What follows belongs to an exercise in optimizing a design on an open flow for small area, a short achievable clock period and few clock cycles per item; a production flow would make more cautious choices.
Function was checked by simulation only, so behaviour that the tests miss may differ from the original.
Power is estimated from default activity; no workload was simulated.

==> flow/design.v <==
module gkl_flit_rx (
  input  wire        clk,
  input  wire        rst,
  input  wire        in_valid,
  output wire        in_ready,
  input  wire [63:0] in_data,
  input  wire        in_mode_p,
  output wire        out_valid,
  input  wire        out_ready,
  output wire [63:0] out_data,
  output wire        out_last,
  output wire        st_crc_ok,
  output wire [1:0]  st_corr,
  output wire [1:0]  st_unc,
  output wire [7:0]  st_pos0,
  output wire [7:0]  st_pos1
);
  localparam integer N   = 34;
  localparam [5:0]   NM1 = N - 1;
  function automatic [7:0] gf_mul(input [7:0] a, input [7:0] b);
    integer i;
    reg [7:0] p, x;
    begin
      p = 8'd0;
      x = a;
      for (i = 0; i < 8; i = i + 1) begin
        if (b[i]) p = p ^ x;
        x = {x[6:0], 1'b0} ^ (x[7] ? 8'h1D : 8'h00);
      end
      gf_mul = p;
    end
  endfunction
  function automatic [7:0] apow(input integer k);
    case (k)
      0: apow = 8'h01; 1: apow = 8'h02; 2: apow = 8'h04; 3: apow = 8'h08;
      4: apow = 8'h10; 5: apow = 8'h20; 6: apow = 8'h40; 7: apow = 8'h80;
      default: apow = 8'h1D;
    endcase
  endfunction
  function automatic [7:0] gf_sqrt(input [7:0] a);
    integer i;
    reg [63:0] cols;
    begin
      cols = 64'h5c082e0417028501;
      gf_sqrt = 8'd0;
      for (i = 0; i < 8; i = i + 1)
        if (a[i]) gf_sqrt = gf_sqrt ^ cols[8*i +: 8];
    end
  endfunction
  function automatic [7:0] lane_hits(input [7:0] b0, input [7:0] b1,
                                     input [7:0] t0, input [7:0] t1,
                                     input act0, input act1);
    begin
      lane_hits[0] = act0 && (b0 == t0);
      lane_hits[1] = act1 && (b1 == t1);
      lane_hits[2] = act0 && (b0 == gf_mul(t0, 8'h8e));
      lane_hits[3] = act1 && (b1 == gf_mul(t1, 8'h8e));
      lane_hits[4] = act0 && (b0 == gf_mul(t0, 8'h47));
      lane_hits[5] = act1 && (b1 == gf_mul(t1, 8'h47));
      lane_hits[6] = act0 && (b0 == gf_mul(t0, 8'had));
      lane_hits[7] = act1 && (b1 == gf_mul(t1, 8'had));
    end
  endfunction
  function automatic [2:0] enc8(input [7:0] h);
    enc8 = {h[4] | h[5] | h[6] | h[7], h[2] | h[3] | h[6] | h[7], h[1] | h[3] | h[5] | h[7]};
  endfunction
  reg [64*N-1:0] ring;
  reg [5:0]  dw;           
  reg [5:0]  dr;           
  reg [5:0]  cnt;          
  reg [4:0]  ibeat, obeat;
  reg        imode;
  reg [7:0]  acc_a, acc_b, acc_c, acc_d;
  reg        fs_valid, fs_mode;
  reg [7:0]  fs_a, fs_b, fs_c, fs_d;
  reg        dec_valid;
  reg [31:0] crc;
  reg        hv, h_last;
  reg [63:0] h_data;
  reg        s_ok;
  reg [1:0]  s_corr, s_unc;
  reg [7:0]  s_pos0, s_pos1;
  wire [63:0] r0    = ring[63:0];
  wire [63:0] rlast = ring[64*N-1 -: 64];
  reg in_rdy, rd_ok, ofirst, olast;
  assign in_ready = in_rdy;
  wire wr = in_valid && in_rdy;
  wire rd = rd_ok && (!hv || out_ready);
  wire rd_last = rd && olast;
  wire xfer = fs_valid && (!dec_valid || rd_last);
  wire ib30 = (ibeat == 5'd30), ib31 = (ibeat == 5'd31);
  wire c_full = (cnt == N[5:0]);
  wire c_nm1  = (cnt == NM1);
  wire c_zero = (cnt == 6'd0);
  wire c_one  = (cnt == 6'd1);
  wire full_n  = (c_full && !rd) || (c_nm1 && wr && !rd);
  wire empty_n = (c_zero && !wr) || (c_one && rd && !wr);
  wire walign_n = wr || (dw == NM1);
  wire ralign_n = rd || (dr == NM1);
  wire fs_valid_n  = (wr && ib31) || (fs_valid && !xfer);
  wire dec_valid_n = xfer || (dec_valid && !rd_last);
  wire ib31_n = wr ? ib30 : ib31;
  wire ob30 = (obeat == 5'd30);
  always @(posedge clk) begin
    ring <= {r0, (wr ? in_data : rlast), ring[64*(N-1)-1:64]};
  end
  always @(posedge clk) begin
    if (rst) begin
      dw    <= 6'd0;
      dr    <= 6'd1;
      cnt   <= 6'd0;
      ibeat <= 5'd0;
      obeat <= 5'd0;
      fs_valid  <= 1'b0;
      dec_valid <= 1'b0;
      hv     <= 1'b0;
      in_rdy <= 1'b1;
      rd_ok  <= 1'b0;
      ofirst <= 1'b1;
      olast  <= 1'b0;
    end else begin
      dw  <= walign_n ? 6'd0 : dw + 6'd1;
      dr  <= ralign_n ? 6'd0 : dr + 6'd1;
      cnt <= cnt + {5'd0, wr} - {5'd0, rd};
      if (wr) ibeat <= ibeat + 5'd1;
      if (rd) obeat <= obeat + 5'd1;
      fs_valid  <= fs_valid_n;
      dec_valid <= dec_valid_n;
      hv     <= rd || (hv && !out_ready);
      in_rdy <= walign_n && !full_n && !(ib31_n && fs_valid_n);
      rd_ok  <= ralign_n && !empty_n && dec_valid_n;
      if (rd) begin
        ofirst <= olast;
        olast  <= ob30;
      end
    end
  end
  wire ib0 = (ibeat == 5'd0);
  wire mode_in = ib0 ? in_mode_p : imode;
  always @(posedge clk) begin
    if (wr && ib0) imode <= in_mode_p;
  end
  wire [63:0] dz = (ib31 && !mode_in) ? {16'h0, in_data[47:0]} : in_data;
  wire [7:0] bb  = ib0 ? 8'd0 : acc_b;
  wire [7:0] bdd = ib0 ? 8'd0 : acc_d;
  wire [7:0] s_ev, s_od, s_bp, s_bd, s_dp;
  wire sx80 = dz[5] ^ bb[4];
  wire sx81 = dz[6] ^ bb[5];
  wire sx82 = dz[22] ^ sx80;
  wire sx83 = dz[23] ^ sx81;
  wire sx84 = dz[7] ^ bb[6];
  wire sx85 = dz[14] ^ dz[31];
  wire sx86 = dz[13] ^ dz[47];
  wire sx87 = dz[39] ^ sx82;
  wire sx88 = dz[1] ^ bb[0];
  wire sx89 = dz[2] ^ bb[1];
  wire sx90 = dz[3] ^ bb[2];
  wire sx91 = dz[4] ^ bb[3];
  wire sx92 = dz[30] ^ sx86;
  wire sx93 = dz[10] ^ dz[19];
  wire sx94 = dz[28] ^ dz[37];
  wire sx95 = dz[46] ^ dz[55];
  wire sx96 = sx88 ^ sx93;
  wire sx97 = sx94 ^ sx95;
  wire sx98 = sx96 ^ sx97;
  wire sx99 = dz[11] ^ dz[20];
  wire sx100 = dz[29] ^ dz[38];
  wire sx101 = sx89 ^ sx99;
  wire sx102 = sx100 ^ sx101;
  wire sx103 = dz[12] ^ dz[21];
  wire sx104 = sx90 ^ sx103;
  wire sx105 = bdd[4] ^ sx92;
  wire sx106 = bdd[5] ^ sx85;
  wire sx107 = dz[15] ^ bdd[6];
  wire sx108 = bb[7] ^ sx83;
  wire sx109 = dz[30] ^ sx104;
  wire sx110 = sx85 ^ sx91;
  wire sx111 = dz[13] ^ dz[45];
  wire sx112 = dz[15] ^ dz[47];
  wire sx113 = dz[33] ^ sx84;
  wire sx114 = dz[17] ^ sx87;
  wire sx115 = dz[18] ^ sx83;
  wire sx116 = bb[7] ^ sx84;
  wire sx117 = bb[7] ^ sx91;
  wire sx118 = dz[14] ^ dz[15];
  wire sx119 = sx80 ^ sx98;
  wire sx120 = sx118 ^ sx119;
  wire sx121 = dz[39] ^ sx109;
  wire sx122 = dz[23] ^ sx110;
  wire sx123 = sx98 ^ sx102;
  wire sx124 = sx105 ^ sx107;
  wire sx125 = bdd[7] ^ sx106;
  assign s_ev[0] = ((dz[0] ^ dz[16]) ^ (dz[32] ^ dz[48]));
  assign s_ev[1] = ((dz[17] ^ dz[1]) ^ (dz[33] ^ dz[49]));
  assign s_ev[2] = ((dz[18] ^ dz[2]) ^ (dz[34] ^ dz[50]));
  assign s_ev[3] = ((dz[19] ^ dz[35]) ^ (dz[3] ^ dz[51]));
  assign s_ev[4] = ((dz[20] ^ dz[36]) ^ (dz[4] ^ dz[52]));
  assign s_ev[5] = ((dz[21] ^ dz[37]) ^ (dz[53] ^ dz[5]));
  assign s_ev[6] = ((dz[22] ^ dz[38]) ^ (dz[54] ^ dz[6]));
  assign s_ev[7] = ((dz[23] ^ dz[39]) ^ (dz[55] ^ dz[7]));
  assign s_od[0] = ((dz[24] ^ dz[40]) ^ (dz[56] ^ dz[8]));
  assign s_od[1] = ((dz[25] ^ dz[41]) ^ (dz[57] ^ dz[9]));
  assign s_od[2] = ((dz[10] ^ dz[26]) ^ (dz[42] ^ dz[58]));
  assign s_od[3] = ((dz[11] ^ dz[27]) ^ (dz[43] ^ dz[59]));
  assign s_od[4] = ((dz[12] ^ dz[28]) ^ (dz[44] ^ dz[60]));
  assign s_od[5] = ((dz[29] ^ dz[61]) ^ sx111);
  assign s_od[6] = ((dz[14] ^ dz[30]) ^ (dz[46] ^ dz[62]));
  assign s_od[7] = ((dz[31] ^ dz[63]) ^ sx112);
  assign s_bp[0] = (dz[48] ^ sx87);
  assign s_bp[1] = ((dz[32] ^ dz[49]) ^ sx83);
  assign s_bp[2] = (((dz[16] ^ dz[50]) ^ sx113) ^ sx87);
  assign s_bp[3] = (((dz[51] ^ (dz[0] ^ dz[34])) ^ sx108) ^ sx114);
  assign s_bp[4] = (sx87 ^ ((sx88 ^ ((dz[35] ^ dz[52]) ^ sx84)) ^ sx115));
  assign s_bp[5] = (((dz[53] ^ (dz[19] ^ dz[36])) ^ (sx84 ^ sx89)) ^ sx108);
  assign s_bp[6] = (sx116 ^ (sx90 ^ (dz[54] ^ (dz[20] ^ dz[37]))));
  assign s_bp[7] = ((dz[55] ^ (dz[21] ^ dz[38])) ^ sx117);
  assign s_bd[0] = (((dz[56] ^ sx84) ^ sx83) ^ sx120);
  assign s_bd[1] = (sx102 ^ (sx116 ^ (sx81 ^ ((dz[48] ^ dz[57]) ^ sx112))));
  assign s_bd[2] = ((((dz[58] ^ (dz[40] ^ dz[49])) ^ sx108) ^ sx121) ^ sx120);
  assign s_bd[3] = (sx123 ^ (sx122 ^ (sx82 ^ (sx86 ^ ((dz[32] ^ dz[41]) ^ (dz[50] ^ dz[59]))))));
  assign s_bd[4] = (sx123 ^ ((sx113 ^ ((dz[47] ^ dz[51]) ^ (dz[60] ^ (dz[24] ^ dz[42])))) ^ sx121));
  assign s_bd[5] = ((((dz[43] ^ dz[52]) ^ ((dz[25] ^ dz[31]) ^ (dz[34] ^ dz[39]))) ^ ((dz[61] ^ (dz[16] ^ dz[22])) ^ sx104)) ^ ((sx117 ^ sx92) ^ sx102));
  assign s_bd[6] = (sx114 ^ (sx122 ^ ((((dz[35] ^ dz[44]) ^ (dz[53] ^ dz[62])) ^ (dz[8] ^ (dz[13] ^ dz[26]))) ^ sx109)));
  assign s_bd[7] = (((sx111 ^ ((dz[27] ^ dz[36]) ^ (dz[54] ^ dz[63]))) ^ sx115) ^ (sx82 ^ ((dz[9] ^ (dz[0] ^ dz[15])) ^ sx110)));
  assign s_dp[0] = (dz[56] ^ sx105);
  assign s_dp[1] = ((dz[40] ^ dz[57]) ^ sx106);
  assign s_dp[2] = ((dz[58] ^ (dz[24] ^ dz[41])) ^ sx124);
  assign s_dp[3] = (sx125 ^ (((dz[25] ^ dz[42]) ^ (dz[59] ^ dz[8])) ^ sx105));
  assign s_dp[4] = ((sx106 ^ ((dz[43] ^ dz[60]) ^ (dz[9] ^ (bdd[0] ^ dz[26])))) ^ sx124);
  assign s_dp[5] = ((((dz[27] ^ dz[44]) ^ sx107) ^ (dz[61] ^ (bdd[1] ^ dz[10]))) ^ sx125);
  assign s_dp[6] = (((bdd[2] ^ bdd[7]) ^ (dz[11] ^ dz[28])) ^ ((dz[45] ^ dz[62]) ^ sx107));
  assign s_dp[7] = ((dz[46] ^ dz[63]) ^ ((bdd[3] ^ bdd[7]) ^ (dz[12] ^ dz[29])));
  wire [7:0] na = (ib0 ? 8'd0 : acc_a) ^ s_ev ^ (mode_in ? 8'd0 : s_od);
  wire [7:0] nb = mode_in ? s_bp : s_bd;
  wire [7:0] nc = (ib0 ? 8'd0 : acc_c) ^ s_od;
  wire [7:0] nd = s_dp;
  always @(posedge clk) begin
    if (wr) begin
      acc_a <= na; acc_b <= nb; acc_c <= nc; acc_d <= nd;
      if (ib31) begin
        fs_a <= na; fs_b <= nb; fs_c <= nc; fs_d <= nd;
        fs_mode <= mode_in;
      end
    end
  end
  wire [7:0] s1d   = gf_mul(fs_b, 8'h47);
  wire [7:0] sq_s0 = gf_sqrt(fs_a);
  wire [7:0] i_b0  = fs_mode ? fs_b : gf_sqrt(s1d);
  wire [7:0] i_b1  = fs_mode ? fs_d : i_b0;
  wire [7:0] i_t0  = fs_mode ? gf_mul(fs_a, 8'hcc) : gf_mul(sq_s0, 8'h8e);
  wire [7:0] i_t1  = fs_mode ? gf_mul(fs_c, 8'hcc) : gf_mul(sq_s0, 8'h66);
  wire [7:0] i_a1  = fs_mode ? fs_c : fs_a;
  wire i_za = (fs_a == 8'd0), i_zb = (fs_b == 8'd0);
  wire i_zc = (fs_c == 8'd0), i_zd = (fs_d == 8'd0);
  wire i_act0  = !i_za && !i_zb;
  wire i_act1  = fs_mode ? (!i_zc && !i_zd) : i_act0;
  wire i_ub0   = (i_za != i_zb);
  wire i_ub1   = fs_mode && (i_zc != i_zd);
  reg        dmode, act0, act1, ub0, ub1, fnd0, fnd1;
  reg [7:0]  a0, a1, b0, b1, t0, t1, hit;
  reg [7:0]  fpos0, fpos1;
  wire [7:0] t0n = gf_mul(t0, 8'hd8);
  wire [7:0] t1n = gf_mul(t1, 8'hd8);
  wire sel = fs_valid && (!dec_valid || olast);
  wire [7:0] n_hit = lane_hits(sel ? i_b0 : b0, sel ? i_b1 : b1,
                               sel ? i_t0 : t0n, sel ? i_t1 : t1n,
                               sel ? i_act0 : act0, sel ? i_act1 : act1) &
                     ((!sel && dmode && ob30) ? 8'h3F : 8'hFF);
  wire [7:0] m0 = dmode ? hit : (hit & 8'h55);
  wire [7:0] m1 = dmode ? 8'd0 : (hit & 8'hAA);
  wire h0 = |m0, h1 = |m1;
  wire [7:0] cpos0 = {obeat, enc8(m0)};
  wire [7:0] cpos1 = {obeat, enc8(m1)};
  always @(posedge clk) begin
    if (xfer) begin
      dmode <= !fs_mode;
      a0 <= fs_a;  a1 <= i_a1;
      b0 <= i_b0;  b1 <= i_b1;
      t0 <= i_t0;  t1 <= i_t1;
      act0 <= i_act0; act1 <= i_act1;
      ub0 <= i_ub0;   ub1 <= i_ub1;
      hit  <= n_hit;
      fnd0 <= 1'b0;   fnd1 <= 1'b0;
    end else if (rd) begin
      t0  <= t0n;
      t1  <= t1n;
      hit <= n_hit;
      if (h0) begin fnd0 <= 1'b1; fpos0 <= cpos0; end
      if (h1) begin fnd1 <= 1'b1; fpos1 <= cpos1; end
    end
  end
  reg [63:0] fix;
  integer l;
  always @* begin
    for (l = 0; l < 8; l = l + 1)
      fix[8*l +: 8] = hit[l] ? ((l % 2) ? a1 : a0) : 8'd0;
  end
  wire f0 = fnd0 || h0;
  wire f1 = fnd1 || h1;
  wire [63:0] nbeat = r0 ^ fix;
  wire [31:0] cb = ofirst ? 32'hFFFFFFFF : crc;
  wire [31:0] crc_nx;
  wire cx96 = cb[11] ^ nbeat[11];
  wire cx97 = cb[12] ^ nbeat[12];
  wire cx98 = cb[13] ^ nbeat[13];
  wire cx99 = cb[3] ^ nbeat[3];
  wire cx100 = cb[4] ^ nbeat[4];
  wire cx101 = cb[16] ^ nbeat[16];
  wire cx102 = cb[5] ^ nbeat[5];
  wire cx103 = cb[6] ^ nbeat[6];
  wire cx104 = cb[7] ^ nbeat[7];
  wire cx105 = cb[8] ^ nbeat[8];
  wire cx106 = cb[9] ^ nbeat[9];
  wire cx107 = cb[19] ^ nbeat[19];
  wire cx108 = cb[10] ^ nbeat[10];
  wire cx109 = cb[14] ^ nbeat[14];
  wire cx110 = cb[30] ^ nbeat[30];
  wire cx111 = cb[15] ^ nbeat[15];
  wire cx112 = cb[31] ^ nbeat[31];
  wire cx113 = cb[1] ^ nbeat[1];
  wire cx114 = cb[2] ^ nbeat[2];
  wire cx115 = cx98 ^ cx99;
  wire cx116 = cb[17] ^ nbeat[17];
  wire cx117 = cb[20] ^ nbeat[20];
  wire cx118 = nbeat[32] ^ cx96;
  wire cx119 = nbeat[39] ^ cx100;
  wire cx120 = cb[0] ^ nbeat[0];
  wire cx121 = cb[18] ^ nbeat[18];
  wire cx122 = cb[21] ^ nbeat[21];
  wire cx123 = cb[22] ^ nbeat[22];
  wire cx124 = cb[23] ^ nbeat[23];
  wire cx125 = cb[24] ^ nbeat[24];
  wire cx126 = cb[25] ^ nbeat[25];
  wire cx127 = cb[26] ^ nbeat[26];
  wire cx128 = cb[27] ^ nbeat[27];
  wire cx129 = cx101 ^ cx103;
  wire cx130 = cb[28] ^ nbeat[28];
  wire cx131 = nbeat[35] ^ cx97;
  wire cx132 = cb[29] ^ nbeat[29];
  wire cx133 = nbeat[36] ^ nbeat[54];
  wire cx134 = nbeat[34] ^ cx102;
  wire cx135 = nbeat[37] ^ cx105;
  wire cx136 = nbeat[38] ^ cx106;
  wire cx137 = nbeat[55] ^ cx110;
  wire cx138 = nbeat[56] ^ cx108;
  wire cx139 = nbeat[46] ^ cx104;
  wire cx140 = nbeat[47] ^ cx115;
  wire cx141 = cx107 ^ cx119;
  wire cx142 = cx109 ^ cx113;
  wire cx143 = cx111 ^ cx114;
  wire cx144 = nbeat[45] ^ cx118;
  wire cx145 = nbeat[61] ^ cx112;
  wire cx146 = nbeat[40] ^ cx117;
  wire cx147 = nbeat[41] ^ cx122;
  wire cx148 = nbeat[42] ^ cx123;
  wire cx149 = nbeat[50] ^ nbeat[57];
  wire cx150 = nbeat[43] ^ cx124;
  wire cx151 = nbeat[44] ^ cx125;
  wire cx152 = nbeat[48] ^ nbeat[60];
  wire cx153 = nbeat[52] ^ cx126;
  wire cx154 = nbeat[53] ^ cx127;
  wire cx155 = nbeat[63] ^ cx116;
  wire cx156 = nbeat[51] ^ nbeat[59];
  wire cx157 = nbeat[33] ^ nbeat[58];
  wire cx158 = cx120 ^ cx131;
  wire cx159 = nbeat[49] ^ nbeat[62];
  wire cx160 = cx128 ^ cx133;
  wire cx161 = cx134 ^ cx143;
  wire cx162 = cx121 ^ cx132;
  wire cx163 = nbeat[63] ^ cx135;
  wire cx164 = cx137 ^ cx152;
  wire cx165 = cx129 ^ cx136;
  wire cx166 = cx130 ^ cx139;
  wire cx167 = cx138 ^ cx145;
  wire cx168 = cx102 ^ cx159;
  wire cx169 = cx96 ^ cx104;
  wire cx170 = cx130 ^ cx146;
  wire cx171 = nbeat[36] ^ cx150;
  wire cx172 = nbeat[61] ^ cx148;
  wire cx173 = nbeat[39] ^ nbeat[58];
  wire cx174 = nbeat[62] ^ cx122;
  wire cx175 = nbeat[44] ^ cx107;
  wire cx176 = cx125 ^ cx128;
  wire cx177 = nbeat[34] ^ cx97;
  wire cx178 = cx144 ^ cx168;
  wire cx179 = nbeat[52] ^ cx146;
  wire cx180 = cx141 ^ cx165;
  wire cx181 = cx142 ^ cx157;
  wire cx182 = nbeat[59] ^ cx121;
  wire cx183 = cx147 ^ cx169;
  wire cx184 = nbeat[38] ^ nbeat[40];
  wire cx185 = nbeat[60] ^ cx113;
  wire cx186 = cx129 ^ cx149;
  wire cx187 = cx98 ^ cx114;
  wire cx188 = cx141 ^ cx158;
  wire cx189 = cx120 ^ cx151;
  wire cx190 = nbeat[35] ^ nbeat[57];
  wire cx191 = nbeat[43] ^ cx126;
  wire cx192 = cx99 ^ cx123;
  wire cx193 = nbeat[45] ^ cx105;
  wire cx194 = cx140 ^ cx166;
  wire cx195 = cx100 ^ cx106;
  wire cx196 = cx101 ^ cx132;
  wire cx197 = cx155 ^ cx174;
  wire cx198 = nbeat[33] ^ nbeat[54];
  wire cx199 = cx101 ^ cx136;
  wire cx200 = cx109 ^ cx119;
  wire cx201 = nbeat[32] ^ cx98;
  wire cx202 = cx151 ^ cx154;
  wire cx203 = cx111 ^ cx121;
  wire cx204 = cx134 ^ cx145;
  wire cx205 = cx153 ^ cx155;
  wire cx206 = cx154 ^ cx162;
  wire cx207 = nbeat[34] ^ nbeat[48];
  wire cx208 = nbeat[35] ^ cx118;
  wire cx209 = cx99 ^ cx160;
  wire cx210 = cx108 ^ cx116;
  wire cx211 = nbeat[37] ^ nbeat[49];
  wire cx212 = nbeat[55] ^ cx112;
  wire cx213 = cx116 ^ cx211;
  wire cx214 = cx138 ^ cx182;
  wire cx215 = cx158 ^ cx170;
  wire cx216 = cx161 ^ cx214;
  wire cx217 = nbeat[56] ^ cx115;
  wire cx218 = cx118 ^ cx147;
  wire cx219 = cx133 ^ cx162;
  wire cx220 = cx135 ^ cx148;
  wire cx221 = nbeat[37] ^ nbeat[41];
  wire cx222 = cx135 ^ cx142;
  wire cx223 = nbeat[40] ^ cx190;
  wire cx224 = nbeat[59] ^ nbeat[60];
  wire cx225 = cx142 ^ cx147;
  wire cx226 = cx144 ^ cx163;
  wire cx227 = cx151 ^ cx191;
  wire cx228 = nbeat[41] ^ cx153;
  wire cx229 = cx103 ^ cx124;
  wire cx230 = cx131 ^ cx139;
  wire cx231 = cx144 ^ cx172;
  wire cx232 = cx161 ^ cx164;
  wire cx233 = cx117 ^ cx159;
  wire cx234 = cx143 ^ cx176;
  wire cx235 = nbeat[39] ^ nbeat[51];
  wire cx236 = cx129 ^ cx175;
  wire cx237 = cx153 ^ cx192;
  wire cx238 = cx170 ^ cx237;
  wire cx239 = nbeat[50] ^ cx114;
  wire cx240 = cx108 ^ cx133;
  wire cx241 = cx166 ^ cx177;
  wire cx242 = cx173 ^ cx239;
  wire cx243 = nbeat[46] ^ cx156;
  wire cx244 = cx137 ^ cx243;
  wire cx245 = cx140 ^ cx198;
  wire cx246 = cx140 ^ cx164;
  wire cx247 = cx177 ^ cx199;
  wire cx248 = nbeat[42] ^ cx111;
  wire cx249 = cx167 ^ cx202;
  wire cx250 = cx160 ^ cx203;
  wire cx251 = cx156 ^ cx157;
  wire cx252 = cx106 ^ cx138;
  wire cx253 = cx156 ^ cx193;
  wire cx254 = cx96 ^ cx97;
  wire cx255 = nbeat[58] ^ cx105;
  wire cx256 = cx140 ^ cx165;
  wire cx257 = cx123 ^ cx156;
  wire cx258 = cx150 ^ cx201;
  wire cx259 = nbeat[54] ^ cx110;
  wire cx260 = cx100 ^ cx124;
  wire cx261 = cx127 ^ cx149;
  assign crc_nx[0] = (((cx179 ^ cx181) ^ (cx208 ^ cx209)) ^ ((cx210 ^ (cx207 ^ cx137)) ^ cx180));
  assign crc_nx[1] = ((cx183 ^ (((nbeat[53] ^ (nbeat[33] ^ nbeat[36])) ^ cx119) ^ (cx212 ^ cx213))) ^ (cx215 ^ cx216));
  assign crc_nx[2] = (((cx158 ^ cx186) ^ (cx185 ^ ((cx107 ^ cx184) ^ cx134))) ^ ((cx217 ^ cx218) ^ (cx219 ^ cx220)));
  assign crc_nx[3] = ((((((nbeat[51] ^ nbeat[57]) ^ cx103) ^ (cx104 ^ cx116)) ^ ((cx117 ^ cx221) ^ cx136)) ^ ((cx137 ^ cx187) ^ cx171)) ^ ((cx172 ^ cx181) ^ cx188));
  assign crc_nx[4] = ((((((nbeat[38] ^ nbeat[42]) ^ cx104) ^ (cx112 ^ cx173)) ^ (cx115 ^ cx174)) ^ (cx171 ^ cx179)) ^ ((cx189 ^ cx222) ^ cx216));
  assign crc_nx[5] = (((((nbeat[53] ^ cx224) ^ cx143) ^ (cx192 ^ cx223)) ^ (cx225 ^ cx227)) ^ (cx180 ^ cx226));
  assign crc_nx[6] = (((((cx127 ^ cx128) ^ cx142) ^ (cx175 ^ cx229)) ^ (cx228 ^ cx230)) ^ (cx231 ^ cx232));
  assign crc_nx[7] = (((((nbeat[56] ^ (nbeat[33] ^ nbeat[42])) ^ cx129) ^ (cx145 ^ cx154)) ^ ((cx193 ^ cx233) ^ cx158)) ^ ((cx171 ^ cx234) ^ cx194));
  assign crc_nx[8] = ((((cx207 ^ (nbeat[32] ^ cx149)) ^ cx197) ^ (cx196 ^ (cx160 ^ cx195))) ^ ((cx222 ^ cx227) ^ cx194));
  assign crc_nx[9] = ((((((nbeat[47] ^ nbeat[49]) ^ cx113) ^ (cx127 ^ cx235)) ^ (cx160 ^ cx162)) ^ (cx161 ^ cx236)) ^ (cx226 ^ cx238));
  assign crc_nx[10] = (((cx144 ^ cx225) ^ cx241) ^ (cx242 ^ ((cx132 ^ (nbeat[37] ^ cx124)) ^ (cx154 ^ cx240))));
  assign crc_nx[11] = (((cx220 ^ cx234) ^ cx245) ^ (cx244 ^ (cx131 ^ (cx96 ^ (cx132 ^ cx184)))));
  assign crc_nx[12] = ((((cx130 ^ (nbeat[56] ^ cx112)) ^ cx171) ^ (cx200 ^ cx228)) ^ (cx246 ^ cx247));
  assign crc_nx[13] = (cx249 ^ (((cx132 ^ (nbeat[48] ^ cx102)) ^ (cx201 ^ cx213)) ^ ((cx223 ^ cx248) ^ cx200)));
  assign crc_nx[14] = (cx178 ^ ((((nbeat[41] ^ cx109) ^ cx191) ^ (cx184 ^ (cx110 ^ cx157))) ^ (cx186 ^ cx250)));
  assign crc_nx[15] = (cx241 ^ (((cx155 ^ cx212) ^ (cx221 ^ ((nbeat[39] ^ nbeat[50]) ^ cx127))) ^ ((cx248 ^ cx251) ^ cx236)));
  assign crc_nx[16] = ((((((nbeat[42] ^ nbeat[43]) ^ cx103) ^ cx169) ^ cx141) ^ (cx181 ^ cx219)) ^ ((cx252 ^ cx253) ^ cx246));
  assign crc_nx[17] = ((((cx135 ^ cx139) ^ (cx175 ^ cx195)) ^ (cx167 ^ cx179)) ^ ((cx254 ^ (((nbeat[43] ^ nbeat[49]) ^ (nbeat[57] ^ nbeat[59])) ^ (cx109 ^ cx120))) ^ cx232));
  assign crc_nx[18] = ((((((nbeat[44] ^ nbeat[53]) ^ cx111) ^ (cx117 ^ cx149)) ^ (cx131 ^ cx147)) ^ ((cx185 ^ cx255) ^ cx167)) ^ (cx178 ^ cx256));
  assign crc_nx[19] = (((((cx120 ^ cx97) ^ (nbeat[48] ^ cx106)) ^ (cx139 ^ cx187)) ^ ((cx240 ^ cx251) ^ cx186)) ^ ((cx197 ^ cx200) ^ cx231));
  assign crc_nx[20] = (((((cx117 ^ cx152) ^ (nbeat[47] ^ cx110)) ^ (cx168 ^ cx257)) ^ (cx163 ^ cx230)) ^ ((cx250 ^ cx258) ^ cx180));
  assign crc_nx[21] = (((((cx104 ^ cx122) ^ (cx128 ^ cx130)) ^ ((nbeat[58] ^ (nbeat[49] ^ nbeat[50])) ^ cx185)) ^ ((cx259 ^ cx260) ^ cx140)) ^ ((cx163 ^ cx189) ^ (cx204 ^ cx208)));
  assign crc_nx[22] = (((((nbeat[62] ^ cx107) ^ cx176) ^ (cx196 ^ cx210)) ^ ((cx254 ^ cx259) ^ cx204)) ^ ((cx242 ^ cx253) ^ cx238));
  assign crc_nx[23] = ((((((nbeat[60] ^ nbeat[62]) ^ cx112) ^ cx115) ^ (cx195 ^ cx229)) ^ (cx205 ^ cx206)) ^ ((cx218 ^ cx244) ^ cx215));
  assign crc_nx[24] = ((((((nbeat[55] ^ nbeat[56]) ^ cx125) ^ (cx152 ^ cx173)) ^ (cx131 ^ cx146)) ^ ((cx148 ^ cx155) ^ cx183)) ^ ((cx204 ^ cx206) ^ cx256));
  assign crc_nx[25] = ((((((nbeat[55] ^ nbeat[57]) ^ cx105) ^ (cx113 ^ cx157)) ^ (cx150 ^ cx153)) ^ ((cx182 ^ cx233) ^ cx172)) ^ ((cx183 ^ cx217) ^ cx247));
  assign crc_nx[26] = (((((cx149 ^ cx224) ^ (nbeat[34] ^ cx109)) ^ (cx148 ^ cx150)) ^ ((cx187 ^ cx255) ^ cx197)) ^ ((cx202 ^ cx252) ^ cx188));
  assign crc_nx[27] = (((((nbeat[45] ^ nbeat[57]) ^ (nbeat[61] ^ (nbeat[33] ^ nbeat[38]))) ^ (cx129 ^ cx134)) ^ ((cx203 ^ cx257) ^ cx141)) ^ ((cx164 ^ cx189) ^ (cx205 ^ cx258)));
  assign crc_nx[28] = (((((cx121 ^ cx126) ^ cx136) ^ (cx139 ^ cx260)) ^ (cx164 ^ cx209)) ^ (cx178 ^ cx249));
  assign crc_nx[29] = (((((cx130 ^ cx198) ^ (nbeat[55] ^ (nbeat[46] ^ nbeat[47]))) ^ (cx176 ^ cx261)) ^ ((cx97 ^ (cx103 ^ cx126)) ^ cx141)) ^ ((cx163 ^ cx167) ^ cx178));
  assign crc_nx[30] = ((((((nbeat[51] ^ nbeat[62]) ^ cx102) ^ (cx110 ^ cx133)) ^ (cx138 ^ cx142)) ^ ((cx196 ^ cx261) ^ cx205)) ^ (cx188 ^ cx194));
  assign crc_nx[31] = (((((cx120 ^ cx190) ^ (nbeat[32] ^ cx107)) ^ (cx235 ^ (cx108 ^ cx112))) ^ (cx161 ^ cx163)) ^ ((cx199 ^ cx206) ^ cx245));
  always @(posedge clk) begin
    if (rd) begin
      h_data <= nbeat;
      h_last <= olast;
      if (!olast)
        crc <= crc_nx;
      else begin
        s_ok   <= (nbeat[31:0] == ~crc);
        s_corr <= {f1, f0};
        s_unc  <= {ub1 || (!dmode && act1 && !f1), ub0 || (act0 && !f0)};
        s_pos0 <= !f0 ? 8'd0 : h0 ? cpos0 : fpos0;
        s_pos1 <= !f1 ? 8'd0 : h1 ? cpos1 : fpos1;
      end
    end
  end
  assign out_valid = hv;
  assign out_data  = h_data;
  assign out_last  = h_last;
  assign st_crc_ok = s_ok;
  assign st_corr   = s_corr;
  assign st_unc    = s_unc;
  assign st_pos0   = s_pos0;
  assign st_pos1   = s_pos1;
endmodule
==> flow/flow/run.sh <==
#!/bin/bash
# Standard ORFS layout (the standard.sh), with repair_timing aimed at a
# tighter setup target than the 11 ns clock (the SDC itself is unchanged).
set -euo pipefail
bash standard.sh SETUP_SLACK_MARGIN=7.6 "BUFFER_PORTS_ARGS=-buffer_cell sky130_fd_sc_hd__buf_1" finish > flow_make.log 2>&1
==> flow/standard.sh <==
#!/bin/bash
# synth_recipe.tcl (not shown) runs the flow's synth.tcl, then flattens the netlist and writes it again
# the make line also repeats each setting of config.mk as NAME=value (left out here)
make -C /OpenROAD-flow-scripts/flow DESIGN_CONFIG=/design/flow/config.mk WORK_HOME=/design/flow/orfs CLKGATE_MAP_FILE= SYNTH_SCRIPT=/design/flow/synth_recipe.tcl "${@:-finish}"
==> flow/config.mk <==
export PLATFORM = sky130hd
export DESIGN_NAME = gkl_flit_rx
export DESIGN_NICKNAME = gkl_flit_rx
export VERILOG_FILES = /design/flow/design.v
export SDC_FILE = /design/flow/constraint.sdc
export NUM_CORES = 4
export LEC_CHECK = 0
export CAP_MARGIN = 20
export CORE_MARGIN = 2
export CORE_UTILIZATION = 60
export CTS_BUF_LIST = sky130_fd_sc_hd__clkbuf_8
export CTS_CLUSTER_DIAMETER = 60
export CTS_CLUSTER_SIZE = 20
export PLACE_DENSITY_LB_ADDON = 0.1
export SLEW_MARGIN = 20
==> flow/constraint.sdc <==
create_clock -name core_clock -period 11.0 [get_ports {clk}]
set_input_delay 2.2000 -clock core_clock [delete_from_list [all_inputs] [get_ports {clk}]]
set_output_delay 2.2000 -clock core_clock [all_outputs]
set_load 0.01 [all_outputs]
==> results.json, run 1 <==
{
  "status": "no timing/DRC/antenna violations",
  "drtAntennaViolNets": 0,
  "cts_sinks": 2474,
  "synthMuxAreaShare_pct": 0.9823,
  "dp_hpwl_um": 94230,
  "final_cell_mix": "dfxtp_1 (2209), xnor2_1 (591), nand2_1 (373), edfxtp_1 (261), xor2_1 (182)",
  "start_util_pct": 60.65,
  "grt_pass1_vias": 28720,
  "r2r_slack_ns": 7.60,
  "timing.fmax_mhz": 258.7,
  "pwr-share-seq_pct": 63.6,
  "die_x_um": 335.9,
  "grt_pass1_wl_um": 190300,
  "crit_family": "flip-flops",
  "finalWirelength_um": 132300,
  "leakage_nw": 29.38,
  "fp.dieArea_um2": 112800,
  "synth_compound_area_share_pct": 1.018,
  "synth_ff_type": "dfxtp_1",
  "gr-total-overflow": 0,
  "critPathMaxFanout": 1,
  "drive_gt1_share_pct": 12.18,
  "io_pins": 157,
  "fill_cells": 7732,
  "final_nets": 4777,
  "synth-seq-area-share_pct": 78.87,
  "setup_slack_ns": 7.134,
  "num_vias": 29560,
  "drc_errors": 0,
  "rsz0062_at_grt": "true",
  "num_rows": 121,
  "synth_cells": 4343,
  "p_int_mw": 12.00,
  "io_buffers": 156,
  "cp-end-kind": "output pin",
  "cts_tree": "done",
  "pwr-share-clk_pct": 26.0,
  "slowest_stage": "edfxtp_1",
  "period_minus_slack_ns": 3.866,
  "hold_viol_final": 0,
  "final_core_util_pct": 67.05,
  "swShare_pct": 23.60,
  "cellPowerDensity_nw_per_um2": 214.9,
  "synth_nets": 4443,
  "drv_slew": 0,
  "first_pass_iters": 6,
  "cp_num_buf_inv": 1,
  "synthArstFlopShare_pct": 0,
  "place_congestion": 0.9733,
  "multi_input_area_um2": 14550,
  "vdd_drop_max_uv": 187.6,
  "numCtsBuffers": 155,
  "holdBufCountCts": 0,
  "synth.distinct_cells": 64,
  "max_slew.worst_pin.slew_ns": 1.058,
  "vias_per_cell": 4.793,
  "post_drt_wl_per_cell_um": 21.46,
  "htree_levels": 4,
  "ys_ff_latch": 2474,
  "hold_ws_ns": 0.2991,
  "critPathKind": "register to output pin",
  "synth_fa_ha_area_share_pct": 0.5981,
  "initialDrtViolationCount": 2293,
  "p_comb_share_pct": 10.5,
  "finalClockSkew_ns": 0.06506,
  "cp_cell_sequence": "clkbuf_2",
  "insertion_delay_ns": 0.89,
  "synth-xor-area-share_pct": 13.94,
  "final-seq-area_um2": 52150,
  "cp.arrival_ns": 1.67,
  "fin_crit_sh_pct": 35.14,
  "hp-class": "register to register",
  "syn_area_um2": 66110,
  "setup_violations": 0,
  "clk_pin_slew_worst_paths_ns": 0.11,
  "avgSynthCellArea_um2": 15.22,
  "cp.required_ns": 8.80,
  "power_switching_mw": 3.707,
  "die_h_um": 335.9,
  "core_area_um2": 109000,
  "setup_tns_ns": 0,
  "slew_headroom_pct": 29.46,
  "antenna_found_initial": 22,
  "clk_path_buf_depth": 3,
  "maxCapViolCount": 0,
  "track_usage_pct": 23.62,
  "syn_to_final_growth_pct": 10.56,
  "root_buffer": "clkbuf_8",
  "post-place-ws_ns": 5.763,
  "yosysWarnings": 1,
  "synthSimpleGateAreaFrac_pct": 3.666,
  "final_common_cell": "dfxtp_1",
  "grt_max_degree": 56,
  "slowest_delay_ns": 0.58,
  "synth_edf_count": 261,
  "synth_top_family_by_area": "XOR/XNOR gates",
  "critPathLaunchType": "register"
}
[cells in the mapped netlist (all sizes together), types with 2 or more instances]
master,instances,area share (%)
xnor2,647,8.7
nor2b,7,0.066
nor3,4,0.030
a2111oi,4,0.064
a21oi,32,0.24
nor4,16,0.15
buf,34,0.26
and2,18,0.17
nor2,102,0.58
or3,3,0.028
or4,3,0.040
nand2,386,2.2
a31o,3,0.040
mux2i,39,0.62
a22oi,8,0.091
a31oi,6,0.066
or2,4,0.038
a211oi,2,0.023
xor2,224,3.1
xnor3,33,1.1
and3,2,0.019
xor3,29,1.1
nand2b,4,0.038
nand3,13,0.098
edfxtp,261,12
mux2,21,0.36
nand4,13,0.12
dfxtp,2213,67
clkbuf,36,0.20
a21o,3,0.034
o21ai,47,0.37
ha,30,0.57
inv,80,0.45
[cells by family (layout without fill, tap and decap cells)]
group                    count (synthesis)  in the layout
AO/OA/AOI/OAI                          112            112
XOR/XNOR                               933            933
adder cells (fa/ha/maj)                 31             31
buffers and inverters                  151            552
flip-flops                            2474           2474
multiplexers                            60             61
other                                    0              8
AND/OR/NAND/NOR                        582            582
[power by group through the flow]
stage / logic (mW) / registers, mW / clock network, mW
final: 1.64 / 9.98 / 4.08
after global routing: 1.74 / 10.0 / 4.55
after CTS: 1.60 / 9.99 / 4.23
after detailed placement: 1.56 / 10.2 / 0
after global placement: 1.56 / 10.2 / 0
after floorplan: 1.19 / 10.1 / 0
[through the flow]
stage               total power [mW]  instance area [µm²]  cells
floorplan                      11.29                66630   4343
global placement               11.74                68720   5867
detailed placement             11.75                68720   5867
CTS                            15.82                72390   6134
global route                   16.33                73080   6163
finish                         15.71                73090   6167
[worst paths after layout]
path         startpoint      endpoint  cells after the start
max reg2reg       a1[2]       crc[29]                      8
min reg2reg  ring[2072]    ring[2008]                      0
max          h_data[37]  out_data[37]                      1
min          ring[2072]    ring[2008]                      0
[registers in the layout, summed over array words and instances (netlist names), 8 cells and up]
name	flops
t1	8
b1	8
ring	2176
acc_a	8
crc	32
fs_b	8
s_pos1	8
acc_c	8
a0	8
fs_c	8
t0	8
acc_d	8
h_data	64
fpos0	8
hit	8
b0	8
a1	8
fpos1	8
fs_d	8
fs_a	8
acc_b	8
s_pos0	8
[layer usage]
metal	wire, µm	global-route usage (%)	vias up
li1	-	-	14330
met1	62830	34.78	14270
met2	57620	35.47	768
met3	8767	5.063	188
met4	3064	6.669	6
met5	41	0	-
[cell type report]
cell class                      count  area share [%]
Tap cell                         1414           2.421
Clock buffer                      157           2.956
Sequential cell                  2474           71.35
Clock inverter                     68          0.8303
Multi-Input combinational cell   1719           19.90
Timing Repair Buffer              245           2.034
Timing Repair inverter              1         0.01198
Antenna cell                        8         0.02739
Inverter                           81          0.4622
[repair_timing]
action,in CTS,in global routing
cloned,1,2
endpoints found under the setup margin,290,201
buffers inserted,41,23
pin swaps,4,8
gates resized for setup,95,136
hold endpoints to repair,0,0
Testbench counts, summed over its fixed seeds: cycles 16,656, flits 512.
==> run 2: changes to the inputs <==
==> flow/flow/run.sh (replaced) <==
#!/bin/bash
# Standard ORFS layout (the standard.sh), with repair_timing aimed at a
# tighter setup target than the 11 ns clock (the SDC itself is unchanged), and
# the smallest buffer (buf_1) on every input and output port. make's output goes
# to flow_make.log; ORFS keeps each step's log under orfs/logs.
set -euo pipefail
bash standard.sh SETUP_SLACK_MARGIN=7.6 "BUFFER_PORTS_ARGS=-buffer_cell sky130_fd_sc_hd__buf_1" "PLACE_PINS_ARGS=-exclude left:* -exclude bottom:* -exclude top:*" finish > flow_make.log 2>&1
--- a/flow/config.mk
+++ b/flow/config.mk
@@ -9,7 +9,6 @@
 export CORE_MARGIN = 2
 export CORE_UTILIZATION = 60
-export CTS_BUF_LIST = sky130_fd_sc_hd__clkbuf_8
-export CTS_CLUSTER_DIAMETER = 60
-export CTS_CLUSTER_SIZE = 20
+export CTS_CLUSTER_DIAMETER = 80
+export CTS_CLUSTER_SIZE = 30
 export PLACE_DENSITY_LB_ADDON = 0.1
 export SLEW_MARGIN = 20
==> results.json, run 2 <==
{
  "status": "no timing/DRC/antenna violations",
  "synth.distinct_cells": 64,
  "grt_pass1_vias": 28350,
  "cp.arrival_ns": 1.31,
  "syn_to_final_growth_pct": 11.02,
  "r2r_slack_ns": 7.55,
  "grt_max_degree": 67,
  "p_int_mw": 12.28,
  "final_nets": 4713,
  "synth_cells": 4343,
  "synthArstFlopShare_pct": 0,
  "insertion_delay_ns": 0.75,
  "track_usage_pct": 24.83,
  "antenna_found_initial": 8,
  "vdd_drop_max_uv": 204.1,
  "die_h_um": 335.9,
  "critPathKind": "register to output pin",
  "power_switching_mw": 3.759,
  "clk_path_buf_depth": 3,
  "setup_violations": 0,
  "synth_edf_count": 261,
  "synth.top_cells.by_area": "dfxtp_1 (67%), edfxtp_1 (12%), xnor2_1 (8.5%), xor2_1 (2.8%), nand2_1 (2.2%)",
  "pwr-share-clk_pct": 27.1,
  "numCtsBuffers": 98,
  "hp-start": "ring[153]",
  "critPathLaunchType": "register",
  "die_x_um": 335.9,
  "synth_nets": 4443,
  "root_buffer": "clkbuf_16",
  "slew_headroom_pct": 34.31,
  "fp.dieArea_um2": 112800,
  "avgSynthCellArea_um2": 15.22,
  "final_cell_mix": "dfxtp_1 (2210), xnor2_1 (591), nand2_1 (373), edfxtp_1 (261), xor2_1 (175)",
  "hp-class": "register to register",
  "drtAntennaViolNets": 0,
  "first_pass_iters": 6,
  "slowest_delay_ns": 0.43,
  "clk_pin_slew_worst_paths_ns": 0.12,
  "grt_pass1_wl_um": 196600,
  "start_util_pct": 60.65,
  "dp.cells": 5874,
  "maxCapViolCount": 0,
  "cp-end-kind": "output pin",
  "max_slew.worst_pin.slew_ns": 0.9853,
  "synth_top_area_share_pct": 67.02,
  "syn_area_um2": 66110,
  "yosys-top-cells-count": "dfxtp_1 (2213), xnor2_1 (638), nand2_1 (385), edfxtp_1 (261), xor2_1 (213)",
  "startpoint": "h_data[20]",
  "cp.required_ns": 8.80,
  "final_common_cell": "dfxtp_1",
  "r2r-start": "a1[0]",
  "initialDrtViolationCount": 2730,
  "p_comb_share_pct": 10.6,
  "pwr-share-seq_pct": 62.3,
  "drv_slew": 0,
  "num_rows": 121,
  "yosysMostFrequentCell": "dfxtp_1",
  "dp_hpwl_um": 99400,
  "vias_per_cell": 4.927,
  "critPathMaxFanout": 1,
  "htree_levels": 3,
  "finalWirelength_um": 140100,
  "cp_cell_sequence": "clkbuf_2",
  "synth_area_leader_cell": "dfxtp_1",
  "synth-seq-area-share_pct": 78.87,
  "cts_sinks": 2474,
  "setup_tns_ns": 0,
  "final_cells": 6065,
  "reg.largest.list": "ring (2176), h_data (64), crc (32)",
  "place_congestion": 0.9903,
  "drive_gt1_share_pct": 11.18,
  "synth_ff_type": "dfxtp_1",
  "io_buffers": 156,
  "timing.fmax_mhz": 284.7,
  "top_register": "ring",
  "ys_ff_latch": 2474,
  "io_pins": 157,
  "largest_reg_flops": 2176,
  "drc_errors": 0,
  "crit_family": "flip-flops",
  "cellPowerDensity_nw_per_um2": 218.6,
  "fin_crit_sh_pct": 31.93,
  "post_drt_wl_per_cell_um": 23.10,
  "finalClockSkew_ns": 0.04754,
  "leakage_nw": 29.36,
  "swShare_pct": 23.43,
  "rsz0062_at_grt": "true",
  "hold_viol_final": 0,
  "core_area_um2": 109000,
  "slowest_stage": "edfxtp_1",
  "num_vias": 29880,
  "cts_tree": "done",
  "period_minus_slack_ns": 3.513,
  "cp_num_buf_inv": 1,
  "yosysWarnings": 1,
  "gr-total-overflow": 0
}
run 2: cell types whose count changed in the layout (fill, tap and decap cells not counted), sizes merged:
cell | before | now
clkbuf | 239 | 186
inv | 130 | 89
clkinv | 17 | 12
bufinv | 2 | 0
clkdlybuf4s15 | 0 | 1
clkinvlp | 1 | 0
mux2i | 40 | 39
run 2: power groups by stage:
stage	clock network (mW)	logic, mW	registers [mW]
after floorplan	0	1.19	10.1
after global placement	0	1.60	10.2
after detailed placement	0	1.60	10.2
after CTS	4.46	1.64	10.0
after global routing	4.75	1.78	10.1
final	4.35	1.69	10.0
run 2: area by class of cell:
class,instances,area [µm²]
Antenna cell,8,20.02
Clock buffer,110,2540
Clock inverter,20,379.1
Fill cell,7525,35620
Inverter,81,326.6
Multi-Input combinational cell,1718,14550
Sequential cell,2474,52150
Tap cell,1414,1769
Timing Repair Buffer,240,1655
run 2: logic make-up after synthesis:
logic type               after synthesis  synth area share [%]
XOR/XNOR                             933                 13.94
AND/OR/NAND/NOR                      582                 3.666
multiplexers                          60                0.9823
AO/OA/AOI/OAI                        112                 1.018
buffers and inverters                151                0.9217
flip-flops                          2474                 78.87
adder cells (fa/ha/maj)               31                0.5981
run 2: worst paths after layout:
| path | cells past startpoint | endpoint |
|---|---|---|
| min | 0 | ring[89] |
| min reg2reg | 0 | ring[89] |
| max reg2reg | 8 | crc[5] |
| max | 1 | out_data[20] |
run 2: per-stage QoR:
step	setup slack [ns]	hold slack, ns	cell area [µm²]	util [%]	total power [mW]
floorplan	6.912	0.3096	66630	-	11.29
global placement	6.149	0.3095	68770	63.09	11.78
detailed placement	6.093	0.3121	68770	63.09	11.80
CTS	7.441	0.3099	72740	66.73	16.11
global route	7.429	0.3162	73370	67.31	16.59
finish	7.487	0.3091	73390	67.33	16.04
run 2: layer usage:
metal	global-route usage (%)	wire length, µm	part of all wire (%)	vias to the layer above
met5	0	32	0.023	-
met4	6.698	3626	2.6	6
met3	4.544	10730	7.7	179
met2	36.11	58070	41	1051
met1	38.31	67620	48	14480
li1	-	-	-	14170
run 2: timing repair:
action,4_1_cts,5_1_grt
hold buffers,0,0
gates resized for setup,135,144
buffers inserted,36,17
pin swaps,3,21
setup endpoints to repair,301,200
==> run 3: changes to the inputs <==
==> flow/flow/run.sh (replaced) <==
#!/bin/bash
# Standard ORFS layout (the standard.sh), with repair_timing aimed at a
# tighter setup target than the 11 ns clock (the SDC itself is unchanged), and
# the smallest buffer (buf_1) on every input and output port. make's output goes
# to flow_make.log; ORFS keeps each step's log under orfs/logs.
set -euo pipefail
bash standard.sh SETUP_SLACK_MARGIN=7.6 "BUFFER_PORTS_ARGS=-buffer_cell sky130_fd_sc_hd__buf_1" "PLACE_PINS_ARGS=-exclude left:* -exclude bottom:*" finish > flow_make.log 2>&1
==> results.json, run 3 <==
{
  "drc_errors": 0,
  "drtAntennaViolNets": 0,
  "period_minus_slack_ns": 3.534,
  "synth_nets": 4443,
  "critPathLaunchType": "register",
  "ys_ff_latch": 2474,
  "io_pins": 157,
  "htree_levels": 3,
  "drive_gt1_share_pct": 11.14,
  "die_x_um": 335.9,
  "grt_use_met1_pct": 33.34,
  "synthArstFlopShare_pct": 0,
  "cp.arrival_ns": 1.33,
  "grt_pass1_wl_um": 190500,
  "dp.cells": 5869,
  "place_area_um2": 68730,
  "start_util_pct": 60.65,
  "synth_top_area_share_pct": 67.02,
  "vdd_drop_max_uv": 169.4,
  "leakage_nw": 29.33,
  "use_met2_pct": 37.01,
  "hp-class": "register to register",
  "core_area_um2": 109000,
  "cellPowerDensity_nw_per_um2": 216.7,
  "finish.instance_area_um2": 73270,
  "synth-seq-area-share_pct": 78.87,
  "grt_pass1_vias": 28600,
  "cp-end-kind": "output pin",
  "post_drt_wl_per_cell_um": 21.85,
  "insertion_delay_ns": 0.73,
  "critPathMaxFanout": 1,
  "clk_path_buf_depth": 3,
  "gr-total-overflow": 0,
  "final_cell_mix": "dfxtp_1 (2210), xnor2_1 (588), nand2_1 (373), edfxtp_1 (261), xor2_1 (178)",
  "syn_to_final_growth_pct": 10.84,
  "slowest_stage": "edfxtp_1",
  "largest_reg_flops": 2176,
  "finalWirelength_um": 132800,
  "die_h_um": 335.9,
  "clk_pin_slew_worst_paths_ns": 0.10,
  "hold_viol_final": 0,
  "cts_tree": "done",
  "max_slew.worst_pin.slew_ns": 1.125,
  "grt_use_met3_pct": 4.025,
  "top_register": "ring",
  "synth_edf_count": 261,
  "avgSynthCellArea_um2": 15.22,
  "setup_tns_ns": 0,
  "yosys-top-cells-count": "dfxtp_1 (2213), xnor2_1 (638), nand2_1 (385), edfxtp_1 (261), xor2_1 (213)",
  "final_cells": 6078,
  "cp_num_buf_inv": 1,
  "root_buffer": "clkbuf_16",
  "synth.distinct_cells": 64,
  "yosysMostFrequentCell": "dfxtp_1",
  "status": "no timing/DRC/antenna violations",
  "final_nets": 4719,
  "dp_hpwl_um": 94330,
  "fin_crit_sh_pct": 32.13,
  "numCtsBuffers": 96,
  "maxCapViolCount": 0,
  "num_rows": 121,
  "cts_sinks": 2474,
  "rsz0062_at_grt": "true",
  "num_vias": 29230,
  "yosysWarnings": 1,
  "antenna_found_initial": 22,
  "io_buffers": 156,
  "critPathKind": "register to output pin",
  "fp.dieArea_um2": 112800,
  "synth_ff_type": "dfxtp_1",
  "vias_per_cell": 4.808,
  "finalClockSkew_ns": 0.04634,
  "synth.top_cells.by_area": "dfxtp_1 (67%), edfxtp_1 (12%), xnor2_1 (8.5%), xor2_1 (2.8%), nand2_1 (2.2%)",
  "syn_area_um2": 66110,
  "cp_cell_sequence": "clkbuf_2",
  "track_usage_pct": 23.49,
  "grt_max_degree": 74,
  "final_common_cell": "dfxtp_1",
  "setup_violations": 0,
  "slew_headroom_pct": 24.77,
  "cp.required_ns": 8.80,
  "timing.fmax_mhz": 282.9,
  "holdBufCountCts": 0,
  "top_usage_layer": "met2",
  "crit_family": "flip-flops",
  "drv_slew": 0,
  "slowest_delay_ns": 0.45,
  "reg.largest.list": "ring (2176), h_data (64), crc (32)",
  "place_congestion": 0.9518,
  "first_pass_iters": 5,
  "synth_cells": 4343,
  "synth_area_leader_cell": "dfxtp_1",
  "initialDrtViolationCount": 2221
}
-- run 3: final timing paths --
kind / start / to / slack [ns] / depth (start not counted)
setup / recovery: h_data[52] / out_data[52] / 7.47 / 1
hold / removal: ring[1292] / ring[1228] / 0.31 / 0
setup reg to reg: fs_a[0] / hit[7] / 7.59 / 10
hold reg to reg: ring[1292] / ring[1228] / 0.31 / 0
-- run 3: final cells by class --
| class | count | area (µm²) |
|---|---|---|
| Tap cell | 1414 | 1769 |
| Clock buffer | 116 | 2562 |
| Multi-Input combinational cell | 1719 | 14550 |
| Sequential cell | 2474 | 52140 |
| Timing Repair Buffer | 247 | 1649 |
| Fill cell | 7747 | 35730 |
| Inverter | 81 | 335.3 |
| Clock inverter | 14 | 226.5 |
| Antenna cell | 13 | 32.53 |
-- run 3: where the power goes --
part	internal [mW]	total (mW)	switching [mW]
logic	0.777	1.65	0.872
registers	9.80	10.0	0.192
clock network	1.70	4.24	2.54
total	12.3	15.9	3.60
-- run 3: per-stage QoR --
stage	setup slack (ns)	hold WS, ns	util [%]	total power, mW
global route	7.413	0.3120	67.20	16.46
CTS	7.415	0.3113	66.38	15.95
finish	7.466	0.3117	67.22	15.88
floorplan	6.912	0.3096	-	11.29
global placement	6.238	0.3096	63.05	11.73
detailed placement	6.151	0.3121	63.05	11.74
-- run 3: cell families (layout without fill, tap and decap cells) --
kind of cell / after synthesis / count (layout) / synth area share, %
fa+ha+maj: 31 / 31 / 0.5981
other cells: 0 / 13 / 0
compound gates: 112 / 112 / 1.018
xor+xnor: 933 / 933 / 13.94
simple gates: 582 / 582 / 3.666
mux: 60 / 61 / 0.9823
buf+inv: 151 / 458 / 0.9217
flops: 2474 / 2474 / 78.87
-- run 3: what timing repair did --
action,4_1_cts,5_1_grt
endpoints found under the setup margin,317,198
pin swaps,7,22
cloned,1,2
setup buffers,33,30
resized for setup,102,157
-- run 3: layer usage --
layer  vias up  share of wire (%)
met4        12                3.2
met5         -              0.056
met3       218                6.9
li1      14180                  -
met1     14100                 45
met2       714                 45
==> run 4: changes to the inputs <==
==> flow/flow/run.sh (replaced) <==
#!/bin/bash
# Standard ORFS layout (the standard.sh), with repair_timing aimed at a
# tighter setup target than the 11 ns clock (the SDC itself is unchanged), and
# the smallest buffer (buf_1) on every input and output port, and the I/O pins
# kept to the right and top edges (so the output register sits near its pins).
# make's output goes to flow_make.log; ORFS keeps each step's log under orfs/logs.
set -euo pipefail
bash standard.sh SETUP_SLACK_MARGIN=7.6 "BUFFER_PORTS_ARGS=-buffer_cell sky130_fd_sc_hd__buf_1" "PLACE_PINS_ARGS=-exclude left:* -exclude bottom:*" finish > flow_make.log 2>&1
--- a/flow/config.mk
+++ b/flow/config.mk
@@ -13,2 +13,3 @@
 export PLACE_DENSITY_LB_ADDON = 0.1
 export SLEW_MARGIN = 20
+export TNS_END_PERCENT = 0
==> results.json, run 4 <==
{
  "final_nets": 4683,
  "largest_reg_flops": 2176,
  "synth_top_area_share_pct": 67.02,
  "top_register": "ring",
  "grt_max_degree": 72,
  "cts_tree": "done",
  "setup_slack_ns": 7.373,
  "cp.arrival_ns": 4.06,
  "leakage_nw": 28.45,
  "synth-seq-area-share_pct": 78.87,
  "post_drt_wl_per_cell_um": 21.33,
  "antenna_found_initial": 30,
  "drc_errors": 0,
  "place_area_um2": 68420,
  "fp.dieArea_um2": 112800,
  "synth.distinct_cells": 64,
  "drive_gt1_share_pct": 6.197,
  "clk_path_buf_depth": 3,
  "core_area_um2": 109000,
  "num_vias": 29290,
  "finish.instance_area_um2": 71840,
  "grt_pass1_wl_um": 184700,
  "setup_tns_ns": 0,
  "critPathMaxFanout": 4,
  "vias_per_cell": 4.841,
  "timing.fmax_mhz": 275.7,
  "die_x_um": 335.9,
  "r2r-start": "a1[4]",
  "avgSynthCellArea_um2": 15.22,
  "die_h_um": 335.9,
  "hold_viol_final": 0,
  "period_minus_slack_ns": 3.627,
  "cp_cell_sequence": "buf_1 -> xnor2_1 -> xnor2_1 -> xnor2_1 -> xor2_1 -> xnor2_1 -> mux2i_1",
  "place_congestion": 0.9502,
  "slew_headroom_pct": 30.49,
  "htree_levels": 3,
  "cp-end-kind": "register",
  "final_common_cell": "dfxtp_1",
  "pwr-share-seq_pct": 63.5,
  "hold_ws_ns": 0.3166,
  "synth_area_leader_cell": "dfxtp_1",
  "post-place-ws_ns": 6.295,
  "crit_top_cell": "xnor2_1",
  "synth_cells": 4343,
  "track_usage_pct": 22.85,
  "drtAntennaViolNets": 0,
  "syn_to_final_growth_pct": 8.667,
  "reg.largest.list": "ring (2176), h_data (64), crc (32)",
  "swShare_pct": 22.75,
  "status": "no timing/DRC/antenna violations",
  "start_util_pct": 60.65,
  "maxCapViolCount": 0,
  "ys_ff_latch": 2474,
  "gr-total-overflow": 0,
  "hp-class": "register to register",
  "holdBufCountCts": 0,
  "p_int_mw": 12.15,
  "final_core_util_pct": 65.90,
  "setup_violations": 0,
  "vdd_drop_max_uv": 208.0,
  "startpoint": "in_data[30]",
  "max_slew.worst_pin.slew_ns": 1.039,
  "cellPowerDensity_nw_per_um2": 219.0,
  "root_buffer": "clkbuf_16",
  "dp_hpwl_um": 93290,
  "synth.top_cells.by_area": "dfxtp_1 (67%), edfxtp_1 (12%), xnor2_1 (8.5%), xor2_1 (2.8%), nand2_1 (2.2%)",
  "final_cell_mix": "dfxtp_1 (2212), xnor2_1 (629), nand2_1 (380), edfxtp_1 (261), xor2_1 (199)",
  "pwr-share-clk_pct": 26.7,
  "slowest_delay_ns": 0.51,
  "p_comb_share_pct": 9.8,
  "clk_pin_slew_worst_paths_ns": 0.11,
  "drv_slew": 0,
  "grt_pass1_vias": 27830,
  "numCtsBuffers": 95,
  "first_pass_iters": 5,
  "critPathKind": "input port to register",
  "finalClockSkew_ns": 0.05324,
  "hp-start": "ring[112]",
  "num_rows": 121,
  "yosysMostFrequentCell": "dfxtp_1",
  "yosysWarnings": 1,
  "insertion_delay_ns": 0.75,
  "cts_sinks": 2474,
  "finalWirelength_um": 129100,
  "yosys-top-cells-count": "dfxtp_1 (2213), xnor2_1 (638), nand2_1 (385), edfxtp_1 (261), xor2_1 (213)",
  "synth_ff_type": "dfxtp_1",
  "synth_edf_count": 261,
  "power_switching_mw": 3.579,
  "synth_nets": 4443,
  "cp.required_ns": 11.43,
  "syn_area_um2": 66110,
  "fin_crit_sh_pct": 32.97,
  "io_pins": 157,
  "io_buffers": 156,
  "rsz0062_at_grt": "true",
  "synthArstFlopShare_pct": 0,
  "critPathLaunchType": "input port",
  "slowest_stage": "buf_1",
  "initialDrtViolationCount": 2257
}
run 4: cells by family (layout without fill, tap and decap cells):
group           count (synthesis)  count (layout)  synth area share, %
fa+ha+maj                      31              31               0.5981
mux                            60              60               0.9823
buf+inv                       151             423               0.9217
other cells                     0              21                    0
compound gates                112             112                1.018
simple gates                  582             582                3.666
xor+xnor                      933             933                13.94
flops                        2474            2474                78.87
run 4: final cells by class:
class | instances | area (µm²)
repair buffers | 213 | 1092
multi-input cells | 1718 | 13700
flip-flops and latches | 2474 | 52140
diodes | 21 | 52.55
clock inverters | 16 | 327.8
inverters | 81 | 307.8
well taps | 1414 | 1769
fillers | 7831 | 37170
clock buffers | 113 | 2445
run 4: worst max-delay path, delay by kind of cell:
family                 cells  cell delay, ns
XOR/XNOR                   5            1.22
multiplexers               1            0.12
buffers and inverters      1            0.51
run 4: worst paths after layout:
| check | slack [ns] | to | cells past startpoint |
|---|---|---|---|
| worst max-delay path | 7.37 | fs_b[4] | 7 |
| worst min-delay path | 0.32 | ring[48] | 0 |
| worst max register to register | 7.39 | crc[26] | 9 |
| worst min register to register | 0.32 | ring[48] | 0 |
run 4: routing by layer:
metal / vias to the layer above / GRT usage (%) / part of all wire [%]
met5: - / 0 / 0.036
met1: 14160 / 32.82 / 46
met2: 764 / 35.78 / 45
li1: 14150 / - / -
met3: 209 / 3.622 / 6.1
met4: 8 / 7.337 / 3.2
run 4: power by group through the flow:
| stage | Clock [mW] | Combinational [mW] | Sequential (mW) |
|---|---|---|---|
| after floorplan | 0 | 1.16 | 10.1 |
| after global placement | 0 | 1.51 | 10.2 |
| after detailed placement | 0 | 1.52 | 10.2 |
| after CTS | 4.33 | 1.53 | 10.0 |
| after global routing | 4.63 | 1.65 | 10.0 |
| final | 4.19 | 1.55 | 9.99 |
run 4: per-stage QoR:
stage                     std cells  power [mW]
after floorplan                4343       11.25
after global placement         5870       11.69
after detailed placement       5870       11.71
after CTS                      6012       15.86
after global routing           6034       16.33
final                          6050       15.73
run 4: timing repair:
action                                  4_1_cts  5_1_grt
pin swaps                                     1        1
setup buffers                                13       17
gates resized for setup                      21       30
endpoints found under the setup margin      255      291
==> run 5: changes to the inputs <==
--- a/flow/config.mk
+++ b/flow/config.mk
@@ -13,3 +13,2 @@
 export PLACE_DENSITY_LB_ADDON = 0.1
 export SLEW_MARGIN = 20
-export TNS_END_PERCENT = 0
==> results.json, run 5 <==
{
  "num_vias": 29230,
  "synth_area_leader_cell": "dfxtp_1",
  "final_cell_mix": "dfxtp_1 (2210), xnor2_1 (588), nand2_1 (373), edfxtp_1 (261), xor2_1 (178)",
  "slowest_stage": "edfxtp_1",
  "cts_sinks": 2474,
  "synth.distinct_cells": 64,
  "core_area_um2": 109000,
  "drtAntennaViolNets": 0,
  "timing.fmax_mhz": 282.9,
  "antenna_found_initial": 22,
  "cellPowerDensity_nw_per_um2": 216.7,
  "synth_edf_count": 261,
  "io_buffers": 156,
  "max_slew.worst_pin.slew_ns": 1.125,
  "final_nets": 4719,
  "numCtsBuffers": 96,
  "final_common_cell": "dfxtp_1",
  "cp.arrival_ns": 1.33,
  "critPathLaunchType": "register",
  "fin_crit_sh_pct": 32.13,
  "syn_to_final_growth_pct": 10.84,
  "critPathMaxFanout": 1,
  "cp-end-kind": "output pin",
  "cp_num_buf_inv": 1,
  "finalClockSkew_ns": 0.04634,
  "htree_levels": 3,
  "crit_family": "flip-flops",
  "synth_nets": 4443,
  "first_pass_iters": 5,
  "track_usage_pct": 23.49,
  "place_area_um2": 68730,
  "yosysMostFrequentCell": "dfxtp_1",
  "reg.largest.list": "ring (2176), h_data (64), crc (32)",
  "largest_reg_flops": 2176,
  "synth-seq-area-share_pct": 78.87,
  "synth_ff_type": "dfxtp_1",
  "start_util_pct": 60.65,
  "dp.cells": 5869,
  "die_h_um": 335.9,
  "status": "no timing/DRC/antenna violations",
  "vdd_drop_max_uv": 169.4,
  "gr-total-overflow": 0,
  "holdBufCountCts": 0,
  "initialDrtViolationCount": 2221,
  "critPathKind": "register to output pin",
  "io_pins": 157,
  "post_drt_wl_per_cell_um": 21.85,
  "final_cells": 6078,
  "clk_pin_slew_worst_paths_ns": 0.10,
  "cts_tree": "done",
  "die_x_um": 335.9,
  "insertion_delay_ns": 0.73,
  "hold_ws_ns": 0.3117,
  "yosys-top-cells-count": "dfxtp_1 (2213), xnor2_1 (638), nand2_1 (385), edfxtp_1 (261), xor2_1 (213)",
  "cp.required_ns": 8.80,
  "yosysWarnings": 1,
  "synth_top_area_share_pct": 67.02,
  "drive_gt1_share_pct": 11.14,
  "slowest_delay_ns": 0.45,
  "finalWirelength_um": 132800,
  "grt_pass1_vias": 28600,
  "finalPower_mw": 15.88,
  "clk_path_buf_depth": 3,
  "setup_violations": 0,
  "ys_ff_latch": 2474,
  "vias_per_cell": 4.808,
  "maxCapViolCount": 0,
  "period_minus_slack_ns": 3.534,
  "synth.top_cells.by_area": "dfxtp_1 (67%), edfxtp_1 (12%), xnor2_1 (8.5%), xor2_1 (2.8%), nand2_1 (2.2%)",
  "slew_headroom_pct": 24.77,
  "dp_hpwl_um": 94330,
  "cp_cell_sequence": "clkbuf_2",
  "synthArstFlopShare_pct": 0,
  "fp.dieArea_um2": 112800,
  "place_congestion": 0.9518,
  "hp-class": "register to register",
  "syn_area_um2": 66110,
  "rsz0062_at_grt": "true",
  "synth_cells": 4343,
  "root_buffer": "clkbuf_16",
  "grt_pass1_wl_um": 190500,
  "finish.instance_area_um2": 73270,
  "drv_slew": 0,
  "setup_tns_ns": 0,
  "drc_errors": 0,
  "hold_viol_final": 0,
  "num_rows": 121,
  "top_register": "ring",
  "avgSynthCellArea_um2": 15.22,
  "leakage_nw": 29.33,
  "grt_max_degree": 74
}
## run 5: worst register-to-register path, stage by stage, from the launching register on
cell and delay [ns]:
edfxtp_1 0.43, inv_1 0.11, ha_1 0.40, xor2_1 0.22, nor2_1 0.12, a21oi_1 0.08
mux2i_1 0.63, xnor3_1 0.49, mux2i_1 0.14, a2bb2oi_1 0.17, a2111oi_2 0.40
## run 5: final cells by class
type | count | area (µm²)
Antenna cell | 13 | 32.53
Clock buffer | 116 | 2562
Clock inverter | 14 | 226.5
Timing Repair Buffer | 247 | 1649
Sequential cell | 2474 | 52140
Multi-Input combinational cell | 1719 | 14550
Inverter | 81 | 335.3
Fill cell | 7747 | 35730
Tap cell | 1414 | 1769
## run 5: final timing paths
check | slack (ns) | cells past startpoint | from | end
worst max-delay path | 7.47 | 1 | h_data[52] | out_data[52]
worst min-delay path | 0.31 | 0 | ring[1292] | ring[1228]
worst max register to register | 7.59 | 10 | fs_a[0] | hit[7]
worst min register to register | 0.31 | 0 | ring[1292] | ring[1228]
## run 5: report_power, final
part           leakage (nW)  internal [mW]  switching (mW)
combinational          7.24          0.777           0.872
clock                  1.35           1.70            2.54
sequential             20.7           9.80           0.192
## run 5: routing by layer
layer  share of wire (%)  GRT usage [%]  wire length [µm]
met5               0.056              0                75
met4                 3.2          7.623              4268
met3                 6.9          4.025              9156
met2                  45          37.01             59670
met1                  45          33.34             59620
## run 5: kinds of logic after synthesis
family,after synthesis,synth area share (%)
compound gates,112,1.018
xor+xnor,933,13.94
fa+ha+maj,31,0.5981
buf+inv,151,0.9217
flops,2474,78.87
mux,60,0.9823
simple gates,582,3.666
## run 5: stage by stage
step	util (%)	worst slack [ns]
after floorplan	-	6.912
after detailed placement	63.05	6.151
after global routing	67.20	7.413
after global placement	63.05	6.238
final	67.22	7.466
after CTS	66.38	7.415
## run 5: repair_timing
item                       in CTS  in global routing
resized for setup             102                157
setup endpoints to repair     317                198
hold endpoints to repair        0                  0
pin swaps                       7                 22
gates cloned                    1                  2
buffers inserted               33                 30

-- static timing again, ports no longer ideal --
Ports are ideal in the flow. The routed layouts listed here were re-timed in OpenROAD.
Step 1: set_driving_cell puts a clkbuf_16 on clk and a buf_2 on each other input, an assumption about the parent block.
Step 2, shift: input delay + t, output delay - t, t = (earliest + latest rising clock arrival at the registers) / 2. This alone moves slack from input paths to output paths.
a / b / c = ideal ports / drivers / drivers and shift; a / b = the first two.
| run | t, ns | slack for setup (ns) |
|---|---|---|
| run 1 | 0.926 | 7.134 / 7.064 / 6.711 |
| run 2 | 0.799 | 7.487 / 7.411 / 6.839 |
| run 3 | 0.786 | 7.466 / 7.387 / 6.777 |
| run 4 | 0.795 | 7.373 / 7.271 / 6.476 |
| run 5 | 0.786 | 7.466 / 7.387 / 6.777 |
After both steps every run listed still meets setup and hold.
